Background: an optimization exercise with open tools, aiming at small area, a short achievable clock period and few clock cycles per item. Do not read the settings as production practice.
No functional check of the RTL was part of this run.
Power is estimated from default activity; no workload was simulated.

$ cat flow/config.mk
export PLATFORM = sky130hd
export DESIGN_NAME = ofl_fec_rx
export DESIGN_NICKNAME = ofl_fec_rx
export VERILOG_FILES = /design/flow/design.v
export SDC_FILE = /design/flow/constraint.sdc
export NUM_CORES = 8
export LEC_CHECK = 0
export CAP_MARGIN = 20
export CORE_MARGIN = 2
export CORE_UTILIZATION = 35
export SLEW_MARGIN = 20
$ cat flow/design.v
module ofl_fec_rx (
    input  wire         clk,
    input  wire         rst,
    input  wire         in_valid,
    output wire         in_ready,
    input  wire [63:0]  in_data,
    output wire         out_valid,
    input  wire         out_ready,
    output reg  [63:0]  out_data,
    output reg          out_last,
    output reg          out_fec_fail,
    output reg          out_crc_ok,
    output reg  [2:0]   out_corr
);
  localparam integer R = 37;                   
  localparam [63:0] CRC_POLY = 64'h42F0_E1EB_A9EA_3693;
  localparam [63:0] CRC_PRE  = 64'h928B_C5A5_EFBB_5B37;
  function automatic [7:0] gf_mul(input [7:0] a, input [7:0] b);
    reg [7:0] p, x;
    integer i;
    begin
      p = 8'h00;
      x = a;
      for (i = 0; i < 8; i = i + 1) begin
        if (b[i]) p = p ^ x;
        x = {x[6:0], 1'b0} ^ (x[7] ? 8'h1D : 8'h00);
      end
      gf_mul = p;
    end
  endfunction
  function automatic [7:0] gf_sq(input [7:0] a);
    gf_sq = gf_mul(a, a);
  endfunction
  function automatic [63:0] crc_x64(input [63:0] c);
    reg [63:0] v;
    integer i;
    begin
      v = c;
      for (i = 0; i < 64; i = i + 1)
        v = {v[62:0], 1'b0} ^ (v[63] ? CRC_POLY : 64'd0);
      crc_x64 = v;
    end
  endfunction
  function automatic [7:0] gf_inv(input [7:0] a);
    case (a)
      8'h00: gf_inv = 8'h00;
      8'h01: gf_inv = 8'h01;
      8'h02: gf_inv = 8'h8e;
      8'h03: gf_inv = 8'hf4;
      8'h04: gf_inv = 8'h47;
      8'h05: gf_inv = 8'ha7;
      8'h06: gf_inv = 8'h7a;
      8'h07: gf_inv = 8'hba;
      8'h08: gf_inv = 8'had;
      8'h09: gf_inv = 8'h9d;
      8'h0a: gf_inv = 8'hdd;
      8'h0b: gf_inv = 8'h98;
      8'h0c: gf_inv = 8'h3d;
      8'h0d: gf_inv = 8'haa;
      8'h0e: gf_inv = 8'h5d;
      8'h0f: gf_inv = 8'h96;
      8'h10: gf_inv = 8'hd8;
      8'h11: gf_inv = 8'h72;
      8'h12: gf_inv = 8'hc0;
      8'h13: gf_inv = 8'h58;
      8'h14: gf_inv = 8'he0;
      8'h15: gf_inv = 8'h3e;
      8'h16: gf_inv = 8'h4c;
      8'h17: gf_inv = 8'h66;
      8'h18: gf_inv = 8'h90;
      8'h19: gf_inv = 8'hde;
      8'h1a: gf_inv = 8'h55;
      8'h1b: gf_inv = 8'h80;
      8'h1c: gf_inv = 8'ha0;
      8'h1d: gf_inv = 8'h83;
      8'h1e: gf_inv = 8'h4b;
      8'h1f: gf_inv = 8'h2a;
      8'h20: gf_inv = 8'h6c;
      8'h21: gf_inv = 8'hed;
      8'h22: gf_inv = 8'h39;
      8'h23: gf_inv = 8'h51;
      8'h24: gf_inv = 8'h60;
      8'h25: gf_inv = 8'h56;
      8'h26: gf_inv = 8'h2c;
      8'h27: gf_inv = 8'h8a;
      8'h28: gf_inv = 8'h70;
      8'h29: gf_inv = 8'hd0;
      8'h2a: gf_inv = 8'h1f;
      8'h2b: gf_inv = 8'h4a;
      8'h2c: gf_inv = 8'h26;
      8'h2d: gf_inv = 8'h8b;
      8'h2e: gf_inv = 8'h33;
      8'h2f: gf_inv = 8'h6e;
      8'h30: gf_inv = 8'h48;
      8'h31: gf_inv = 8'h89;
      8'h32: gf_inv = 8'h6f;
      8'h33: gf_inv = 8'h2e;
      8'h34: gf_inv = 8'ha4;
      8'h35: gf_inv = 8'hc3;
      8'h36: gf_inv = 8'h40;
      8'h37: gf_inv = 8'h5e;
      8'h38: gf_inv = 8'h50;
      8'h39: gf_inv = 8'h22;
      8'h3a: gf_inv = 8'hcf;
      8'h3b: gf_inv = 8'ha9;
      8'h3c: gf_inv = 8'hab;
      8'h3d: gf_inv = 8'h0c;
      8'h3e: gf_inv = 8'h15;
      8'h3f: gf_inv = 8'he1;
      8'h40: gf_inv = 8'h36;
      8'h41: gf_inv = 8'h5f;
      8'h42: gf_inv = 8'hf8;
      8'h43: gf_inv = 8'hd5;
      8'h44: gf_inv = 8'h92;
      8'h45: gf_inv = 8'h4e;
      8'h46: gf_inv = 8'ha6;
      8'h47: gf_inv = 8'h04;
      8'h48: gf_inv = 8'h30;
      8'h49: gf_inv = 8'h88;
      8'h4a: gf_inv = 8'h2b;
      8'h4b: gf_inv = 8'h1e;
      8'h4c: gf_inv = 8'h16;
      8'h4d: gf_inv = 8'h67;
      8'h4e: gf_inv = 8'h45;
      8'h4f: gf_inv = 8'h93;
      8'h50: gf_inv = 8'h38;
      8'h51: gf_inv = 8'h23;
      8'h52: gf_inv = 8'h68;
      8'h53: gf_inv = 8'h8c;
      8'h54: gf_inv = 8'h81;
      8'h55: gf_inv = 8'h1a;
      8'h56: gf_inv = 8'h25;
      8'h57: gf_inv = 8'h61;
      8'h58: gf_inv = 8'h13;
      8'h59: gf_inv = 8'hc1;
      8'h5a: gf_inv = 8'hcb;
      8'h5b: gf_inv = 8'h63;
      8'h5c: gf_inv = 8'h97;
      8'h5d: gf_inv = 8'h0e;
      8'h5e: gf_inv = 8'h37;
      8'h5f: gf_inv = 8'h41;
      8'h60: gf_inv = 8'h24;
      8'h61: gf_inv = 8'h57;
      8'h62: gf_inv = 8'hca;
      8'h63: gf_inv = 8'h5b;
      8'h64: gf_inv = 8'hb9;
      8'h65: gf_inv = 8'hc4;
      8'h66: gf_inv = 8'h17;
      8'h67: gf_inv = 8'h4d;
      8'h68: gf_inv = 8'h52;
      8'h69: gf_inv = 8'h8d;
      8'h6a: gf_inv = 8'hef;
      8'h6b: gf_inv = 8'hb3;
      8'h6c: gf_inv = 8'h20;
      8'h6d: gf_inv = 8'hec;
      8'h6e: gf_inv = 8'h2f;
      8'h6f: gf_inv = 8'h32;
      8'h70: gf_inv = 8'h28;
      8'h71: gf_inv = 8'hd1;
      8'h72: gf_inv = 8'h11;
      8'h73: gf_inv = 8'hd9;
      8'h74: gf_inv = 8'he9;
      8'h75: gf_inv = 8'hfb;
      8'h76: gf_inv = 8'hda;
      8'h77: gf_inv = 8'h79;
      8'h78: gf_inv = 8'hdb;
      8'h79: gf_inv = 8'h77;
      8'h7a: gf_inv = 8'h06;
      8'h7b: gf_inv = 8'hbb;
      8'h7c: gf_inv = 8'h84;
      8'h7d: gf_inv = 8'hcd;
      8'h7e: gf_inv = 8'hfe;
      8'h7f: gf_inv = 8'hfc;
      8'h80: gf_inv = 8'h1b;
      8'h81: gf_inv = 8'h54;
      8'h82: gf_inv = 8'ha1;
      8'h83: gf_inv = 8'h1d;
      8'h84: gf_inv = 8'h7c;
      8'h85: gf_inv = 8'hcc;
      8'h86: gf_inv = 8'he4;
      8'h87: gf_inv = 8'hb0;
      8'h88: gf_inv = 8'h49;
      8'h89: gf_inv = 8'h31;
      8'h8a: gf_inv = 8'h27;
      8'h8b: gf_inv = 8'h2d;
      8'h8c: gf_inv = 8'h53;
      8'h8d: gf_inv = 8'h69;
      8'h8e: gf_inv = 8'h02;
      8'h8f: gf_inv = 8'hf5;
      8'h90: gf_inv = 8'h18;
      8'h91: gf_inv = 8'hdf;
      8'h92: gf_inv = 8'h44;
      8'h93: gf_inv = 8'h4f;
      8'h94: gf_inv = 8'h9b;
      8'h95: gf_inv = 8'hbc;
      8'h96: gf_inv = 8'h0f;
      8'h97: gf_inv = 8'h5c;
      8'h98: gf_inv = 8'h0b;
      8'h99: gf_inv = 8'hdc;
      8'h9a: gf_inv = 8'hbd;
      8'h9b: gf_inv = 8'h94;
      8'h9c: gf_inv = 8'hac;
      8'h9d: gf_inv = 8'h09;
      8'h9e: gf_inv = 8'hc7;
      8'h9f: gf_inv = 8'ha2;
      8'ha0: gf_inv = 8'h1c;
      8'ha1: gf_inv = 8'h82;
      8'ha2: gf_inv = 8'h9f;
      8'ha3: gf_inv = 8'hc6;
      8'ha4: gf_inv = 8'h34;
      8'ha5: gf_inv = 8'hc2;
      8'ha6: gf_inv = 8'h46;
      8'ha7: gf_inv = 8'h05;
      8'ha8: gf_inv = 8'hce;
      8'ha9: gf_inv = 8'h3b;
      8'haa: gf_inv = 8'h0d;
      8'hab: gf_inv = 8'h3c;
      8'hac: gf_inv = 8'h9c;
      8'had: gf_inv = 8'h08;
      8'hae: gf_inv = 8'hbe;
      8'haf: gf_inv = 8'hb7;
      8'hb0: gf_inv = 8'h87;
      8'hb1: gf_inv = 8'he5;
      8'hb2: gf_inv = 8'hee;
      8'hb3: gf_inv = 8'h6b;
      8'hb4: gf_inv = 8'heb;
      8'hb5: gf_inv = 8'hf2;
      8'hb6: gf_inv = 8'hbf;
      8'hb7: gf_inv = 8'haf;
      8'hb8: gf_inv = 8'hc5;
      8'hb9: gf_inv = 8'h64;
      8'hba: gf_inv = 8'h07;
      8'hbb: gf_inv = 8'h7b;
      8'hbc: gf_inv = 8'h95;
      8'hbd: gf_inv = 8'h9a;
      8'hbe: gf_inv = 8'hae;
      8'hbf: gf_inv = 8'hb6;
      8'hc0: gf_inv = 8'h12;
      8'hc1: gf_inv = 8'h59;
      8'hc2: gf_inv = 8'ha5;
      8'hc3: gf_inv = 8'h35;
      8'hc4: gf_inv = 8'h65;
      8'hc5: gf_inv = 8'hb8;
      8'hc6: gf_inv = 8'ha3;
      8'hc7: gf_inv = 8'h9e;
      8'hc8: gf_inv = 8'hd2;
      8'hc9: gf_inv = 8'hf7;
      8'hca: gf_inv = 8'h62;
      8'hcb: gf_inv = 8'h5a;
      8'hcc: gf_inv = 8'h85;
      8'hcd: gf_inv = 8'h7d;
      8'hce: gf_inv = 8'ha8;
      8'hcf: gf_inv = 8'h3a;
      8'hd0: gf_inv = 8'h29;
      8'hd1: gf_inv = 8'h71;
      8'hd2: gf_inv = 8'hc8;
      8'hd3: gf_inv = 8'hf6;
      8'hd4: gf_inv = 8'hf9;
      8'hd5: gf_inv = 8'h43;
      8'hd6: gf_inv = 8'hd7;
      8'hd7: gf_inv = 8'hd6;
      8'hd8: gf_inv = 8'h10;
      8'hd9: gf_inv = 8'h73;
      8'hda: gf_inv = 8'h76;
      8'hdb: gf_inv = 8'h78;
      8'hdc: gf_inv = 8'h99;
      8'hdd: gf_inv = 8'h0a;
      8'hde: gf_inv = 8'h19;
      8'hdf: gf_inv = 8'h91;
      8'he0: gf_inv = 8'h14;
      8'he1: gf_inv = 8'h3f;
      8'he2: gf_inv = 8'he6;
      8'he3: gf_inv = 8'hf0;
      8'he4: gf_inv = 8'h86;
      8'he5: gf_inv = 8'hb1;
      8'he6: gf_inv = 8'he2;
      8'he7: gf_inv = 8'hf1;
      8'he8: gf_inv = 8'hfa;
      8'he9: gf_inv = 8'h74;
      8'hea: gf_inv = 8'hf3;
      8'heb: gf_inv = 8'hb4;
      8'hec: gf_inv = 8'h6d;
      8'hed: gf_inv = 8'h21;
      8'hee: gf_inv = 8'hb2;
      8'hef: gf_inv = 8'h6a;
      8'hf0: gf_inv = 8'he3;
      8'hf1: gf_inv = 8'he7;
      8'hf2: gf_inv = 8'hb5;
      8'hf3: gf_inv = 8'hea;
      8'hf4: gf_inv = 8'h03;
      8'hf5: gf_inv = 8'h8f;
      8'hf6: gf_inv = 8'hd3;
      8'hf7: gf_inv = 8'hc9;
      8'hf8: gf_inv = 8'h42;
      8'hf9: gf_inv = 8'hd4;
      8'hfa: gf_inv = 8'he8;
      8'hfb: gf_inv = 8'h75;
      8'hfc: gf_inv = 8'h7f;
      8'hfd: gf_inv = 8'hff;
      8'hfe: gf_inv = 8'h7e;
      8'hff: gf_inv = 8'hfd;
    endcase
  endfunction
  localparam [7:0] A1 = 8'h02, A2 = 8'h04, A3 = 8'h08, A4 = 8'h10, A6 = 8'h40,
                   A9 = 8'h3a;
  localparam [7:0] AM1 = 8'h8e, AM2 = 8'h47, AM3 = 8'had, AM4 = 8'hd8,
                   AM6 = 8'h36;
  localparam [7:0] K0_1 = 8'hd7, K0_2 = 8'hd6, K0_3 = 8'h01;
  localparam [7:0] K1_1 = 8'hb3, K1_2 = 8'h7f, K1_3 = 8'h08;
  reg [64*R-1:0] ring;
  reg [R-1:0]    vb;             
  wire [63:0] st0  = ring[63:0];
  wire [63:0] stl  = ring[64*(R-1) +: 64];
  reg  [5:0] g;
  reg  [5:0] count;        
  reg  [5:0] dr;
  reg        in_rdy;
  reg  [4:0] wbeat;        
  reg  [4:0] rbeat;        
  reg        s0_fresh, s0_first, s0_last;    
  reg        cur_loaded;   
  reg  [1:0] eng_st;       
  reg        ov;
  reg        ob_fresh;     
  reg  [4:0] ob_beat;
  assign in_ready  = in_rdy;
  assign out_valid = ov;
  localparam [5:0] T0 = R - 2, T1 = R - 11, T2 = R - 20, T3 = R - 29;
  wire t0 = (dr == T0), t1 = (dr == T1), t2 = (dr == T2), t3 = (dr == T3);
  wire [63:0] tap = ({64{t0}} & ring[64*T0 +: 64]) | ({64{t1}} & ring[64*T1 +: 64]) |
                    ({64{t2}} & ring[64*T2 +: 64]) | ({64{t3}} & ring[64*T3 +: 64]);
  wire tap_vb = (t0 & vb[T0]) | (t1 & vb[T1]) | (t2 & vb[T2]) | (t3 & vb[T3]);
  wire empty  = (count == 6'd0);
  wire at_tap = !empty && (t0 | t1 | t2 | t3);
  wire wr   = in_valid & in_rdy;
  wire rd   = at_tap && tap_vb && cur_loaded && (!ov || out_ready);
  wire cons = at_tap && (!tap_vb || rd);
  wire [6:0] cnt_w   = empty ? 7'd1 : {1'b0, count} + {1'b0, g} + 7'd1;
  wire [5:0] count_n = (wr ? cnt_w[5:0] : count) - {5'd0, cons};
  wire [5:0] g_n     = wr ? 6'd0 : ((g == R - 1) ? 6'd0 : g + 6'd1);
  wire [5:0] dr_n    = (wr && empty) ? 6'd0 : (cons ? dr : ((dr == R - 1) ? 6'd0 : dr + 6'd1));
  wire [6:0] span_n  = {1'b0, g_n} + {1'b0, count_n};
  wire       last_rd = rd && (rbeat == 5'd31);
  always @(posedge clk) begin
    ring <= {ring[64*(R-1)-1:0], wr ? in_data : stl};
    vb   <= {vb[R-2:0], wr | (vb[R-1] & ~in_rdy)};
  end
  always @(posedge clk) begin
    if (rst) begin
      g        <= 6'd0;
      count    <= 6'd0;
      dr       <= 6'd0;
      in_rdy   <= 1'b1;
      wbeat    <= 5'd0;
      rbeat    <= 5'd0;
      s0_fresh <= 1'b0;
      s0_first <= 1'b0;
      s0_last  <= 1'b0;
    end else begin
      g        <= g_n;
      count    <= count_n;
      dr       <= dr_n;
      in_rdy   <= (count_n == 6'd0) || (span_n < R);
      if (wr) wbeat <= wbeat + 5'd1;
      if (rd) rbeat <= rbeat + 5'd1;
      s0_fresh <= wr;
      s0_first <= wr && (wbeat == 5'd0);
      s0_last  <= wr && (wbeat == 5'd31);
    end
  end
  reg  [7:0] syn [0:11];         
  reg  [7:0] syn_new [0:11];     
  reg  [7:0] sb, l0, l1, l2;
  integer gj, gi;
  always @* begin
    for (gj = 0; gj < 3; gj = gj + 1) begin
      l0 = st0[8*gj +: 8];
      l1 = st0[8*(gj+3) +: 8];
      l2 = (gj < 2) ? st0[8*(gj+6) +: 8] : 8'h00;
      for (gi = 0; gi < 4; gi = gi + 1) begin
        sb = s0_first ? 8'h00 : syn[4*gj+gi];
        if (gj < 2) begin
          case (gi)
            0: syn_new[4*gj+gi] = sb ^ l0 ^ l1 ^ l2;
            1: syn_new[4*gj+gi] = gf_mul(sb, A3) ^ gf_mul(l0, A2) ^ gf_mul(l1, A1) ^ l2;
            2: syn_new[4*gj+gi] = gf_mul(sb, A6) ^ gf_mul(l0, A4) ^ gf_mul(l1, A2) ^ l2;
            default: syn_new[4*gj+gi] = gf_mul(sb, A9) ^ gf_mul(l0, A6) ^ gf_mul(l1, A3) ^ l2;
          endcase
        end else begin
          case (gi)
            0: syn_new[4*gj+gi] = sb ^ l0 ^ l1;
            1: syn_new[4*gj+gi] = gf_mul(sb, A2) ^ gf_mul(l0, A1) ^ l1;
            2: syn_new[4*gj+gi] = gf_mul(sb, A4) ^ gf_mul(l0, A2) ^ l1;
            default: syn_new[4*gj+gi] = gf_mul(sb, A6) ^ gf_mul(l0, A3) ^ l1;
          endcase
        end
      end
    end
  end
  reg [31:0] hold1, hold2;       
  integer ri;
  always @(posedge clk) begin
    if (s0_fresh)
      for (ri = 0; ri < 12; ri = ri + 1)
        syn[(ri + 4) % 12] <= syn_new[ri];
    if (s0_last) begin
      hold1 <= {gf_mul(syn_new[11], K1_3), gf_mul(syn_new[10], K1_2),
                gf_mul(syn_new[9], K1_1), syn_new[8]};
      hold2 <= {gf_mul(syn_new[3], K1_3), gf_mul(syn_new[2], K1_2),
                gf_mul(syn_new[1], K1_1), syn_new[0]};
    end
  end
  wire [31:0] hold0 = {gf_mul(syn[11], K0_3), gf_mul(syn[10], K0_2),
                       gf_mul(syn[9], K0_1), syn[8]};
  reg  [31:0] es;
  always @* begin
    case (eng_st)
      2'd1:    es = hold0;
      2'd2:    es = hold1;
      default: es = hold2;
    endcase
  end
  wire [7:0] e_s0 = es[7:0], e_s1 = es[15:8], e_s2 = es[23:16], e_s3 = es[31:24];
  wire [7:0] e_m02  = gf_mul(e_s0, e_s2);
  wire [7:0] e_m13  = gf_mul(e_s1, e_s3);
  wire [7:0] e_mk   = gf_mul(e_s0 ^ e_s1, e_s2 ^ e_s3);
  wire [7:0] e_det  = gf_sq(e_s1) ^ e_m02;
  wire [7:0] e_num1 = e_mk ^ e_m02 ^ e_m13;
  wire [7:0] e_num2 = e_m13 ^ gf_sq(e_s2);
  wire [7:0] e_p0   = gf_mul(e_s0, e_det);
  wire [7:0] e_p1   = gf_mul(e_s1, e_det);
  wire [7:0] e_iv   = gf_inv(e_num1);
  wire [7:0] e_a    = gf_mul(e_p0, e_iv);
  wire [7:0] e_b    = gf_mul(e_p1, e_iv) ^ e_s0;
  wire       e_two  = (e_det != 8'h00);
  wire       e_nz   = (es != 32'd0);
  wire [7:0] e_c2   = e_two ? e_det  : 8'h00;
  wire [7:0] e_c1   = e_two ? e_num1 : e_s0;
  wire [7:0] e_c0   = e_two ? e_num2 : e_s1;
  wire [1:0] e_ne   = e_two ? 2'd2 : (e_nz ? 2'd1 : 2'd0);
  wire       e_bad  = e_two ? (e_num1 == 8'h00 || e_num2 == 8'h00)
                            : (e_nz && (e_s0 == 8'h00 || e_s1 == 8'h00 || e_num1 != 8'h00));
  wire [42:0] e_res = {e_bad, e_ne, e_b, e_a, e_c0, e_c1, e_c2};
  reg [42:0] next0, next1;
  wire cur_free = !cur_loaded || last_rd;
  wire load = (eng_st == 2'd3) && cur_free;
  always @(posedge clk) begin
    if (eng_st == 2'd1) next0 <= e_res;
    if (eng_st == 2'd2) next1 <= e_res;
  end
  always @(posedge clk) begin
    if (rst) begin
      eng_st     <= 2'd0;
      cur_loaded <= 1'b0;
    end else begin
      case (eng_st)
        2'd0: if (s0_last) eng_st <= 2'd1;
        2'd1: eng_st <= 2'd2;
        2'd2: eng_st <= 2'd3;
        default: if (cur_free) eng_st <= 2'd0;
      endcase
      if (load) cur_loaded <= 1'b1;
      else if (last_rd) cur_loaded <= 1'b0;
    end
  end
  reg [7:0] ch_a2 [0:2];
  reg [7:0] ch_a1 [0:2];
  reg [7:0] ch_c0 [0:2];
  reg [7:0] ch_z  [0:2];
  reg [7:0] ch_b  [0:2];
  reg [1:0] ch_ne [0:2];
  reg       ch_bad[0:2];
  reg [1:0] ch_cnt[0:2];
  reg [63:0] corr;
  reg [1:0]  grp_roots [0:2];
  reg [7:0]  ev, vv;
  reg        fl;
  integer lk, lj, ls;
  always @* begin
    for (lj = 0; lj < 3; lj = lj + 1) grp_roots[lj] = 2'd0;
    for (lk = 0; lk < 8; lk = lk + 1) begin
      lj = lk % 3;
      ls = lk / 3;
      case (ls)
        0: begin
          ev = ch_a2[lj] ^ ch_a1[lj] ^ ch_c0[lj];
          vv = ch_z[lj] ^ ch_b[lj];
        end
        1: begin
          ev = gf_mul(ch_a2[lj], AM2) ^ gf_mul(ch_a1[lj], AM1) ^ ch_c0[lj];
          vv = gf_mul(ch_z[lj], AM1) ^ ch_b[lj];
        end
        default: begin
          ev = gf_mul(ch_a2[lj], AM4) ^ gf_mul(ch_a1[lj], AM2) ^ ch_c0[lj];
          vv = gf_mul(ch_z[lj], AM2) ^ ch_b[lj];
        end
      endcase
      fl = (ev == 8'h00) && (ch_ne[lj] != 2'd0);
      corr[8*lk +: 8] = fl ? vv : 8'h00;
      grp_roots[lj] = grp_roots[lj] + {1'b0, fl};
    end
  end
  reg       fail_now;
  reg [2:0] corr_sum;
  reg [2:0] tot;
  integer fj;
  always @* begin
    fail_now = 1'b0;
    corr_sum = 3'd0;
    for (fj = 0; fj < 3; fj = fj + 1) begin
      tot = {1'b0, ch_cnt[fj]} + {1'b0, grp_roots[fj]};
      if (ch_bad[fj] || tot != {1'b0, ch_ne[fj]})
        fail_now = 1'b1;
      corr_sum = corr_sum + {1'b0, ch_ne[fj]};
    end
  end
  integer cj;
  always @(posedge clk) begin
    if (load) begin
      {ch_bad[0], ch_ne[0], ch_b[0], ch_z[0], ch_c0[0], ch_a1[0], ch_a2[0]} <= next0;
      {ch_bad[1], ch_ne[1], ch_b[1], ch_z[1], ch_c0[1], ch_a1[1], ch_a2[1]} <= next1;
      {ch_bad[2], ch_ne[2], ch_b[2], ch_z[2], ch_c0[2], ch_a1[2], ch_a2[2]} <= e_res;
      for (cj = 0; cj < 3; cj = cj + 1) ch_cnt[cj] <= 2'd0;
    end else if (rd) begin
      ch_a2[1] <= gf_mul(ch_a2[0], AM6);
      ch_a1[1] <= gf_mul(ch_a1[0], AM3);
      ch_z[1]  <= gf_mul(ch_z[0], AM3);
      ch_a2[2] <= gf_mul(ch_a2[1], AM6);
      ch_a1[2] <= gf_mul(ch_a1[1], AM3);
      ch_z[2]  <= gf_mul(ch_z[1], AM3);
      ch_a2[0] <= gf_mul(ch_a2[2], AM4);
      ch_a1[0] <= gf_mul(ch_a1[2], AM2);
      ch_z[0]  <= gf_mul(ch_z[2], AM2);
      for (cj = 0; cj < 3; cj = cj + 1) begin
        ch_c0[(cj+1)%3]  <= ch_c0[cj];
        ch_b[(cj+1)%3]   <= ch_b[cj];
        ch_ne[(cj+1)%3]  <= ch_ne[cj];
        ch_bad[(cj+1)%3] <= ch_bad[cj];
        ch_cnt[(cj+1)%3] <= ch_cnt[cj] + grp_roots[cj];
      end
    end
  end
  always @(posedge clk) begin
    if (rd) out_data <= tap ^ corr;
  end
  always @(posedge clk) begin
    if (rst) begin
      ov       <= 1'b0;
      out_last <= 1'b0;
      ob_fresh <= 1'b0;
    end else begin
      ov       <= rd || (ov && !out_ready);
      out_last <= rd ? (rbeat == 5'd31) : ((ov && !out_ready) ? out_last : 1'b0);
      ob_fresh <= rd;
    end
    if (rd) ob_beat <= rbeat;
    if (last_rd) begin
      out_fec_fail <= fail_now;
      out_corr     <= corr_sum;
    end
  end
  reg [63:0] crc;
  reg [31:0] crc_up;             
  wire [31:0] ob_lo = {out_data[7:0], out_data[15:8], out_data[23:16], out_data[31:24]};
  wire [31:0] ob_hi = {out_data[39:32], out_data[47:40], out_data[55:48], out_data[63:56]};
  wire [63:0] crc_in = (ob_beat == 5'd0) ? (CRC_PRE ^ {32'd0, ob_lo}) : (crc ^ {crc_up, ob_lo});
  always @(posedge clk) begin
    if (ob_fresh) begin
      crc_up <= ob_hi;
      crc    <= crc_x64(crc_in);
      if (ob_beat == 5'd30)
        out_crc_ok <= (crc_in == 64'hFFFF_FFFF_FFFF_FFFF);
    end
  end
endmodule
$ cat flow/run.sh
#!/bin/bash
# synth_recipe.tcl (not shown) runs the flow's synth.tcl, then flattens the netlist and writes it again
# the make line also repeats each setting of config.mk as NAME=value (left out here)
make -C /OpenROAD-flow-scripts/flow DESIGN_CONFIG=/design/flow/config.mk WORK_HOME=/design/flow/orfs CLKGATE_MAP_FILE= SYNTH_SCRIPT=/design/flow/synth_recipe.tcl finish
$ cat flow/constraint.sdc
create_clock -name core_clock -period 22.0 [get_ports {clk}]
set_input_delay 4.4000 -clock core_clock [delete_from_list [all_inputs] [get_ports {clk}]]
set_output_delay 4.4000 -clock core_clock [all_outputs]
set_load 0.01 [all_outputs]
==> notes.md <==
## power by group through the flow
stage	registers (mW)	clock network (mW)	logic, mW
global route	6.33	5.30	1.96
detailed placement	6.41	0	1.83
floorplan	6.31	0	1.38
global placement	6.40	0	1.81
CTS	6.30	5.09	1.84
finish	6.30	4.99	1.84
## Yosys cell counts (all sizes together) (43+ instances only)
cell type / n / area, sq um
ha: 52 / 650.6
mux2i: 77 / 787.0
o211ai: 46 / 345.3
o21ai: 148 / 740.7
nand2b: 45 / 281.5
dfxtp: 2449 / 49030
nor2: 552 / 2090
a22o: 67 / 586.8
nor2b: 43 / 269.0
inv: 102 / 382.9
nand3: 56 / 280.3
clkbuf: 294 / 1104
nand2: 714 / 2680
a221oi: 87 / 762.0
xnor2: 1791 / 16050
nor3: 110 / 550.5
buf: 61 / 250.2
a21oi: 214 / 1071
xor2: 509 / 4604
xnor3: 231 / 5223
edfxtp: 545 / 16370
## layout make-up
class,count,area [sq um],area share (%)
Antenna cell,8,20.02,0.01590
Clock buffer,401,8381,6.654
Clock inverter,122,1359,1.079
Inverter,109,410.4,0.3259
Multi-Input combinational cell,5288,42300,33.59
Sequential cell,2994,65400,51.93
Tap cell,4120,5155,4.093
Timing Repair Buffer,341,2918,2.317
## through the flow
| stage | power [mW] | instances |
|---|---|---|
| floorplan | 7.685 | 8746 |
| global placement | 8.216 | 12850 |
| detailed placement | 8.238 | 12850 |
| CTS | 13.23 | 13370 |
| global route | 13.59 | 13380 |
| finish | 13.12 | 13380 |
## per-layer routing
metal  track usage (%)  vias to the layer above  part of all wire, %
li1                  -                    29610                    -
met4             8.716                        4                  4.4
met1             28.93                    32200                   45
met3             2.470                      540                  5.8
met2             33.06                     2471                   45
met5                 0                        -               0.0071
## logic make-up (layout without fill, tap and decap cells)
kind of cell	count (synthesis)	in the layout	synth area share, %
AOI/OAI and AO/OA	871	871	5.474
xor gates and xnor gates	2565	2565	24.48
adders and majority gates	62	62	0.7712
buffers and inverters	464	973	1.617
DFF	2994	2994	59.98
muxes	103	103	1.011
other	0	8	0
and+or+nand+nor	1687	1687	6.665
## sequential cells by signal (all words and copies together), names as in the netlist, 32 cells and up
| signal | count |
|---|---|
| syn | 96 |
| next1 | 43 |
| crc_up | 32 |
| hold2 | 32 |
| ring | 2368 |
| out_data | 64 |
| next0 | 43 |
| vb | 37 |
| crc | 64 |
| hold1 | 32 |
## worst max-delay path by stage
stage,endpoint,startpoint,cells after the start,slack [ns]
final,ch_b[2][5]$_DFFE_PP_,eng_st[1]$_SDFFE_PP0P_,27,11.02
after global routing,ch_b[2][5]$_DFFE_PP_,eng_st[1]$_SDFFE_PP0P_,27,10.63
after CTS,crc[40]$_DFFE_PP_,crc_up[30]$_DFFE_PP_,21,11.20
after detailed placement,crc[40]$_DFFE_PP_,crc_up[30]$_DFFE_PP_,21,11.24
after global placement,ch_b[2][5]$_DFFE_PP_,eng_st[1]$_SDFFE_PP0P_,27,11.22
after floorplan,ch_a1[0][0]$_DFFE_PP_,out_ready,9,11.67
## worst max-delay path, delay by kind of cell, from the launching register on
kind	cells	cell delay [ns]
AOI/OAI and AO/OA	6	2.29
xor gates and xnor gates	6	2.45
adders and majority gates	1	0.27
buffers and inverters	7	3.02
DFF	1	0.36
muxes	1	0.31
and+or+nand+nor	6	1.82
==> notes.md <==
CTS tree=built; Clk pwr share=38.0%; Post-synth EDFFs=545; fillers=29040; Syn Std Cell Area=109000 sq um; CTS root buf=clkbuf_16; DR iter-0 viols=6833; Final #Nets=9155; Synth Net Count=8875; cells on worst reg2reg path=27; CP max stage cell=buf_4; Critical Path RT=22.60 ns; Distinct cells, synth=91; final hold vios=0; Placed Area=116100 sq um; cell internal pwr=9.807 mW; commonest non-fill, non-tap cell in the layout=dfxtp_1; Peak Freq=91.04 MHz; Inserted Clock Buffers=292; share of layout cells above drive strength 1=9.400%; synthesized instance count=8746; Syn Area/Cell=12.47 sq um; die area=316000 sq um; Worst-path clk slew=0.06 ns; hold path endpoint=ring[2235]$_DFF_P_; minimum hold slack=0.2637 ns; pwr dens=104.2 nW/um^2; setup ws final=11.02 ns; Sw Ratio=25.27%; Worst-Skew Late Latency=0.87 ns; period utilisation layout=49.93%; Area growth syn-to-layout=15.51%; Max stage delay on crit path=0.75 ns; grt ovf=0; final core utilization=40.71%; CP arrival=11.59 ns; reg2reg end=ch_b[2][5]$_DFFE_PP_; worst hold path type=flop to flop; largest net degree at the start of global routing=94; unrepaired setup endpoints after global routing=no; final setup fails=0; DR WL/cell=25.33 um; Final Cell Area=125900 sq um; clock sink count=2994; via count=64830; Final GP Congestion=0.9469; crit start category=flop; post-layout min period=10.98 ns; hold_sp=ring[2171]$_DFF_P_; Post-CTS Repair Setup Buffers=0; drt total wl=339.0 mm; critical path's most frequent cell=buf_4; Die W=562.1 um; FFs w/ async S/R, synth=0%; Seq cells post-synth=2994; flop-to-flop setup slack=11.02 ns; critical path class=flop to flop; initial antenna violation count=16; via/cell ratio=4.844; Rows=204; Worst Path Max Fanout=63; Setup Total Neg Slack=0 ns; hpwl dp=250.8 mm; CTS H-tree lvls=5; Tot GR Track Use=20.90%; CTS resizes=0; sequential power share=48.0%; Rel. slew slack=17.13%; worst vdd ir=0.0001372 V; first-pass GRT wire length=477.8 mm; warning count from the yosys run=12; reg2reg start=eng_st[1]$_SDFFE_PP0P_; hold depth=0; vias in the first global route=64340; die height=562.1 um; post-synthesis sequential area ratio=59.98%; combinational fraction of design power=14.0%; final antenna-violating net count=0; most frequent cells in the layout=2445 x dfxtp_1, 1734 x xnor2_1, 711 x nand2_1, 547 x nor2_1, 545 x edfxtp_1; Crit. End Element=flop; status=timing/DRC/antenna clean; Bufs on Longest Clock Path=4; Starting Density=35.24%; Worst Max-Slew Pin Slew=1.243 ns; Max Cap Viol=0; P_sw=3.317 mW; pre-CTS WS=11.24 ns; leakage=48.51 nW; Post-CTS Hold Fix Bufs=0; Port Buffers=139; DRC violations left=0; Setup Skew=0.08716 ns; Slew Limit Fails=0; TritonRoute pass-1 iters=7; Top FF cell, synth=dfxtp_1; core area=309400 sq um; num ports=140

what the ideal ports hide:
How much do the figures lean on ideal ports? The routed layout below was timed once more, with nothing changed but the port constraints.
Step 1: set_driving_cell puts a clkbuf_16 on clk and a buf_2 on each other input, an assumption about the parent block.
Step 2 moves the port delays by t, midway between the first and last clock arrival at a register: inputs arrive t later, outputs are due t later. That takes back most of the time a late clock gives input paths.
a / b / c = no drivers / after step 1 / after step 2; a / b = the first two.
shift t [ns]: 0.917
slack for setup (ns): 11.016 / 11.016 / 11.016
worst data-port slew with drivers (ns): 0.16
pins driven straight from the clock port: 1
After both steps this run still meets setup and hold. For this run, drivers alone change the setup slack by 0.000 ns; drivers and shift together by 0.000 ns.
